This is an optimization exercise on Yosys and OpenROAD, whose aim is small area, a short achievable clock period and few clock cycles, not a production implementation. Where RTL was checked, it was by simulation tests only, not by an equivalence proof against the original. Power figures rest on the tool's default switching activity, not on a simulated workload.

job 643:
## dz3_tile_scrambler
module dz3_tile_scrambler (
    input  wire        clk,
    input  wire        rst_n,
    input  wire        cmd_valid,
    output reg         cmd_ready,
    input  wire        cmd_dir,
    input  wire [63:0] cmd_block,
    input  wire [63:0] cmd_page,
    input  wire [63:0] cmd_slot,
    input  wire        in_valid,
    output reg         in_ready,
    input  wire [63:0] in_data,
    output reg         out_valid,
    output reg  [63:0] out_data,
    output reg         res_valid,
    output reg         res_crc_ok
);
Settings: LEC_CHECK=0, CAP_MARGIN=20, CORE_MARGIN=2, CORE_UTILIZATION=65, PLACE_DENSITY=0.75, SLEW_MARGIN=20; clock period 10.0 ns.
standard.sh (not shown) runs the stock make flow with config.mk's settings and CLKGATE_MAP_FILE= SYNTH_SCRIPT=/design/flow/synth_recipe.tcl, a recipe that flattens the netlist after the stock synthesis.
==> flow/flow/run.sh <==
#!/bin/bash
# The standard layout (standard.sh), with:
#  - plain buf_1 cells as the port buffers,
#  - a larger setup margin for timing repair,
#  - clock tree: clkbuf_8 buffers, larger sink clusters, no dummy loads.
set -euo pipefail
bash standard.sh \
  BUFFER_PORTS_ARGS="-buffer_cell sky130_fd_sc_hd__buf_1" \
  SETUP_SLACK_MARGIN=7.0 \
  CTS_ARGS="-sink_clustering_enable -repair_clock_nets -dont_use_dummy_load -buf_list sky130_fd_sc_hd__clkbuf_8 -sink_clustering_size 16 -sink_clustering_max_diameter 50" \
  finish > standard.log 2>&1
Testbench counts of job 643, summed over its fixed seeds: cycles 66,640.
## Diff of input files: job 6192 against job 643
==> flow/flow/run.sh <==
#!/bin/bash
# The standard layout (standard.sh), with:
#  - plain buf_1 cells as the port buffers,
#  - a larger setup margin for timing repair,
#  - clock tree: clkbuf_16 buffers, large sink clusters (a shallow tree), no dummy loads.
set -euo pipefail
bash standard.sh \
  BUFFER_PORTS_ARGS="-buffer_cell sky130_fd_sc_hd__buf_1" \
  SETUP_SLACK_MARGIN=7.0 \
  CTS_ARGS="-sink_clustering_enable -repair_clock_nets -dont_use_dummy_load -buf_list sky130_fd_sc_hd__clkbuf_16 -sink_clustering_size 30 -sink_clustering_max_diameter 80" \
  finish > standard.log 2>&1
==> comparison <==
- Job 643 → job 6192: period utilization now smaller; maximum frequency picked up an extra 0.70%; post-layout instance area shows a reduction of 0.32%; first-iteration DRC count up 15; wire length on met2 lower.
- The routed wire length of job 6192 and that of job 643 are within noise of each other.
#### Input delta (job 231 over job 6192)
==> flow/flow/run.sh <==
#!/bin/bash
# The standard layout (standard.sh), with:
#  - plain buf_1 cells as the port buffers,
#  - a larger setup margin for timing repair,
#  - clock tree: clkbuf_16 root, clkbuf_8 below it, larger sink clusters, no dummy loads.
set -euo pipefail
bash standard.sh \
  BUFFER_PORTS_ARGS="-buffer_cell sky130_fd_sc_hd__buf_1" \
  SETUP_SLACK_MARGIN=7.0 \
  CTS_ARGS="-sink_clustering_enable -repair_clock_nets -dont_use_dummy_load -root_buf sky130_fd_sc_hd__clkbuf_16 -buf_list sky130_fd_sc_hd__clkbuf_8 -sink_clustering_size 16 -sink_clustering_max_diameter 50" \
  finish > standard.log 2>&1
## What came out
- The minimum clock period was comparable across job 6192 and job 231.
- Job 231 vs job 6192, type of the setup path with the least slack: input port to flop vs flop to output port
- Met1 usage in global routing: job 231 > job 6192
- Between job 6192 and job 231, the flow reports count of clock-buffer cells in the layout increasing by more than 100%.

========
dz3_tile_scrambler, a different RTL version from the one above (not shown whole).
For scale: about 420 flip-flops, ~0.021 mm2 of cells after synthesis.
## dz3_tile_scrambler
module dz3_tile_scrambler (
    input  wire        clk,
    input  wire        rst_n,
    input  wire        cmd_valid,
    output reg         cmd_ready,
    input  wire        cmd_dir,
    input  wire [63:0] cmd_block,
    input  wire [63:0] cmd_page,
    input  wire [63:0] cmd_slot,
    input  wire        in_valid,
    output reg         in_ready,
    input  wire [63:0] in_data,
    output reg         out_valid,
    output reg  [63:0] out_data,
    output reg         res_valid,
    output reg         res_crc_ok
);
Settings: LEC_CHECK=0, CAP_MARGIN=20, CORE_MARGIN=2, CORE_UTILIZATION=65, PLACE_DENSITY=0.75, SLEW_MARGIN=20; clock period 10.0 ns.
==> flow/flow/run.sh <==
#!/bin/bash
# The standard layout (standard.sh), with:
#  - plain buf_1 cells as the port buffers,
#  - a larger setup margin for timing repair,
#  - clock tree: clkbuf_16 buffers, large sink clusters (a shallow tree), no dummy loads.
set -euo pipefail
bash standard.sh \
  BUFFER_PORTS_ARGS="-buffer_cell sky130_fd_sc_hd__buf_1" \
  SETUP_SLACK_MARGIN=6.95 \
  CTS_ARGS="-sink_clustering_enable -repair_clock_nets -dont_use_dummy_load -buf_list sky130_fd_sc_hd__clkbuf_16 -sink_clustering_size 24 -sink_clustering_max_diameter 70" \
  finish > standard.log 2>&1
Change:
==> flow/flow/run.sh (replaced) <==
#!/bin/bash
# The standard layout (standard.sh), with:
#  - plain buf_1 cells as the port buffers,
#  - a larger setup margin for timing repair,
#  - clock tree: clkbuf_16 root, clkbuf_8 below it, larger sink clusters, no dummy loads.
set -euo pipefail
bash standard.sh \
  BUFFER_PORTS_ARGS="-buffer_cell sky130_fd_sc_hd__buf_1" \
  SETUP_SLACK_MARGIN=6.95 \
  CTS_ARGS="-sink_clustering_enable -repair_clock_nets -dont_use_dummy_load -root_buf sky130_fd_sc_hd__clkbuf_16 -buf_list sky130_fd_sc_hd__clkbuf_8 -sink_clustering_size 16 -sink_clustering_max_diameter 50" \
  finish > standard.log 2>&1
- CORE_UTILIZATION: 65 -> 70
- PLACE_DENSITY: 0.75 -> 0.8
=>
- The changed run finished with timing, DRC and antenna clean
- global-route usage rises by 5.9 points
- total power falls by 2.2%
- design area falls by 2.5%
- cell count falls by 0.53%
- clock-buffer cell count rises by 11
- flip-flop and latch count stays the same
- fmax hardly moves
- via count rises by 4.9%
- wire length rises by 8.8%
No functional check of the RTL was part of any run of this note.

========
red:
dz3_tile_scrambler, a different RTL version from the one above (not shown whole).
For scale: roughly 1800 cells after synthesis, ~330 I/O pins.
==> flow/config.mk <==
export PLATFORM = sky130hd
export DESIGN_NAME = dz3_tile_scrambler
export DESIGN_NICKNAME = dz3_tile_scrambler
export VERILOG_FILES = /design/flow/design.v
export SDC_FILE = /design/flow/constraint.sdc
export NUM_CORES = 4
export LEC_CHECK = 0
export CAP_MARGIN = 20
export CORE_MARGIN = 2
export CORE_UTILIZATION = 50
export PLACE_DENSITY = 0.6
export SLEW_MARGIN = 20
==> flow/constraint.sdc <==
create_clock -name core_clock -period 10.0 [get_ports {clk}]
set_input_delay 2.0000 -clock core_clock [delete_from_list [all_inputs] [get_ports {clk}]]
set_output_delay 2.0000 -clock core_clock [all_outputs]
set_load 0.01 [all_outputs]
==> flow/flow/run.sh <==
#!/bin/bash
# The standard layout (standard.sh), with:
#  - plain buf_1 cells as the port buffers,
#  - a larger setup margin for timing repair,
#  - clock tree: larger sink clusters and no dummy loads.
set -euo pipefail
bash standard.sh \
  BUFFER_PORTS_ARGS="-buffer_cell sky130_fd_sc_hd__buf_1" \
  SETUP_SLACK_MARGIN=6.9 \
  CTS_ARGS="-sink_clustering_enable -repair_clock_nets -dont_use_dummy_load -buf_list sky130_fd_sc_hd__clkbuf_8 -sink_clustering_size 20 -sink_clustering_max_diameter 60" \
  finish > standard.log 2>&1
Input changes introduced in green (baseline for comparison: red):
Settings: a change of PLACE_DENSITY from 0.6 to 0.75; a change of CORE_UTILIZATION from 50 to 65.
==> notes.md <==
- Compared with red, green shows a higher met2 routing resource usage after global routing.
- Part of the cycle the worst path needs: red vs green, no meaningful difference
- Per the comparison of green with red, post-layout instance area decreased by 1.5% relative to the old numbers, flip-flop and latch area decreased by about 0.3% relative to the old numbers, total power decreased by about 0.5% relative to the old numbers, final HPWL from detailed placement decreased by 5.4% relative to the old numbers, number of standard cells in the final layout excluding fillers decreased by about 5% relative to the old numbers.
No functional check of the RTL was part of any run of this note.

========
run A:
dz3_tile_scrambler, a different RTL version from the one above (not shown whole).
Size: ~330 I/O pins.
export LEC_CHECK = 0
export CAP_MARGIN = 20
export CORE_MARGIN = 2
export CORE_UTILIZATION = 72
export PLACE_DENSITY = 0.82
export SLEW_MARGIN = 20
create_clock -name core_clock -period 10.0 [get_ports {clk}]
==> flow/flow/run.sh <==
#!/bin/bash
# The standard layout (standard.sh), with:
#  - plain buf_1 cells as the port buffers,
#  - a larger setup margin for timing repair,
#  - clock tree: clkbuf_16 root, clkbuf_8 below it, larger sink clusters, no dummy loads.
set -euo pipefail
bash standard.sh \
  BUFFER_PORTS_ARGS="-buffer_cell sky130_fd_sc_hd__buf_1" \
  SETUP_SLACK_MARGIN=6.9 \
  CTS_ARGS="-sink_clustering_enable -repair_clock_nets -dont_use_dummy_load -root_buf sky130_fd_sc_hd__clkbuf_16 -buf_list sky130_fd_sc_hd__clkbuf_8 -sink_clustering_size 16 -sink_clustering_max_diameter 50" \
  finish > standard.log 2>&1
Run A: full flow OK, the timing, DRC and antenna checks passed
Testbench counts of run A, summed over its fixed seeds: cycles 67,152.
The following lists how run B was set up differently from run A:
- a change of SLEW_MARGIN from 20 to 5
- a change of CAP_MARGIN from 20 to 5
- a change of CORE_UTILIZATION from 72 to 70
- a change of PLACE_DENSITY from 0.82 to 0.8
==> flow/flow/run.sh <==
#!/bin/bash
# The standard layout (standard.sh), with:
#  - plain buf_1 cells as the port buffers,
#  - a larger setup margin for timing repair,
#  - clock tree: clkbuf_16 root, clkbuf_8 below it, larger sink clusters, no dummy loads.
set -euo pipefail
bash standard.sh \
  BUFFER_PORTS_ARGS="-buffer_cell sky130_fd_sc_hd__buf_1" \
  SETUP_SLACK_MARGIN=6.95 \
  CTS_ARGS="-sink_clustering_enable -repair_clock_nets -dont_use_dummy_load -root_buf sky130_fd_sc_hd__clkbuf_16 -buf_list sky130_fd_sc_hd__clkbuf_8 -sink_clustering_size 16 -sink_clustering_max_diameter 50" \
  finish > standard.log 2>&1
Notes after the runs:
Run B: PASS, flow complete, no timing, DRC or antenna violations
Status: area used by multi-input combinational logic parity (run A, run B)
Going from run A to run B, switching power saw a decrease, unique cell type count in the Yosys netlist saw little to no change.
Summary of run B over run A: part of the total power dissipated in sequential elements rose by 0.5 points; cell count held; worst hold slack shows no meaningful change; post-layout instance area comparable.
Run B: count of routing violations after the opening detailed-route iteration is 49 higher than what run A reported.
Run B and run A ended up with roughly the same power of the combinational group.
According to the power report, total power for run B is lower than for run A.
Input-level comparison between run C and run B:
- changing CAP_MARGIN from 5 to 20
- changing SLEW_MARGIN from 5 to 20
Notes after the runs:
Diff run B -> run C: normalized max-slew margin now sits at about the same level, largest stage delay on the critical path saw little to no change, area of the core region level.
Comparing run C against run B, there is no change at all in cell depth of the worst min-delay path.
Diff run B..run C | number of CTS-inserted buffers | unchanged

afterwards: timing with drivers on the ports:
In the flow no input, the clock included, has a driving cell. The finished layouts below were timed again as built, in two steps.
Step 1: set_driving_cell puts a clkbuf_16 on clk and a buf_2 on each other input, an assumption about the parent block.
Step 2 also shifts input and output timing later by t, the mid clock arrival at the registers, as if the neighbouring blocks saw the same clock.
Three values: no drivers, after step 1, after step 2; two values: the first two.
| run | t (ns) | setup WS [ns] | latest minus earliest clock arrival (ns) |
|---|---|---|---|
| job 643 | 0.593 | 6.928 / 6.878 / 6.485 | 0.071 / 0.070 |
| job 6192 | 0.565 | 6.949 / 6.900 / 6.471 | 0.083 / 0.083 |
| job 231 | 0.538 | 6.951 / 6.935 / 6.440 | 0.073 / 0.072 |
| the first run of note 2 | 0.608 | 6.928 / 6.874 / 6.789 | 0.093 / 0.093 |
| the second run of note 2 | 0.539 | 6.931 / 6.902 / 6.578 | 0.076 / 0.076 |
| red | 0.644 | 6.785 / 6.731 / 6.440 | 0.101 / 0.101 |
| green | 0.588 | 6.797 / 6.749 / 6.481 | 0.131 / 0.131 |
| run A | 0.536 | 6.909 / 6.872 / 6.544 | 0.098 / 0.099 |
| run B | 0.535 | 6.951 / 6.912 / 6.600 | 0.099 / 0.099 |
| run C | 0.535 | 6.951 / 6.912 / 6.600 | 0.099 / 0.099 |
After both steps every run listed still meets setup and hold. For job 231, which loses most, drivers alone change the setup slack by -0.016 ns; drivers and shift together by -0.511 ns.
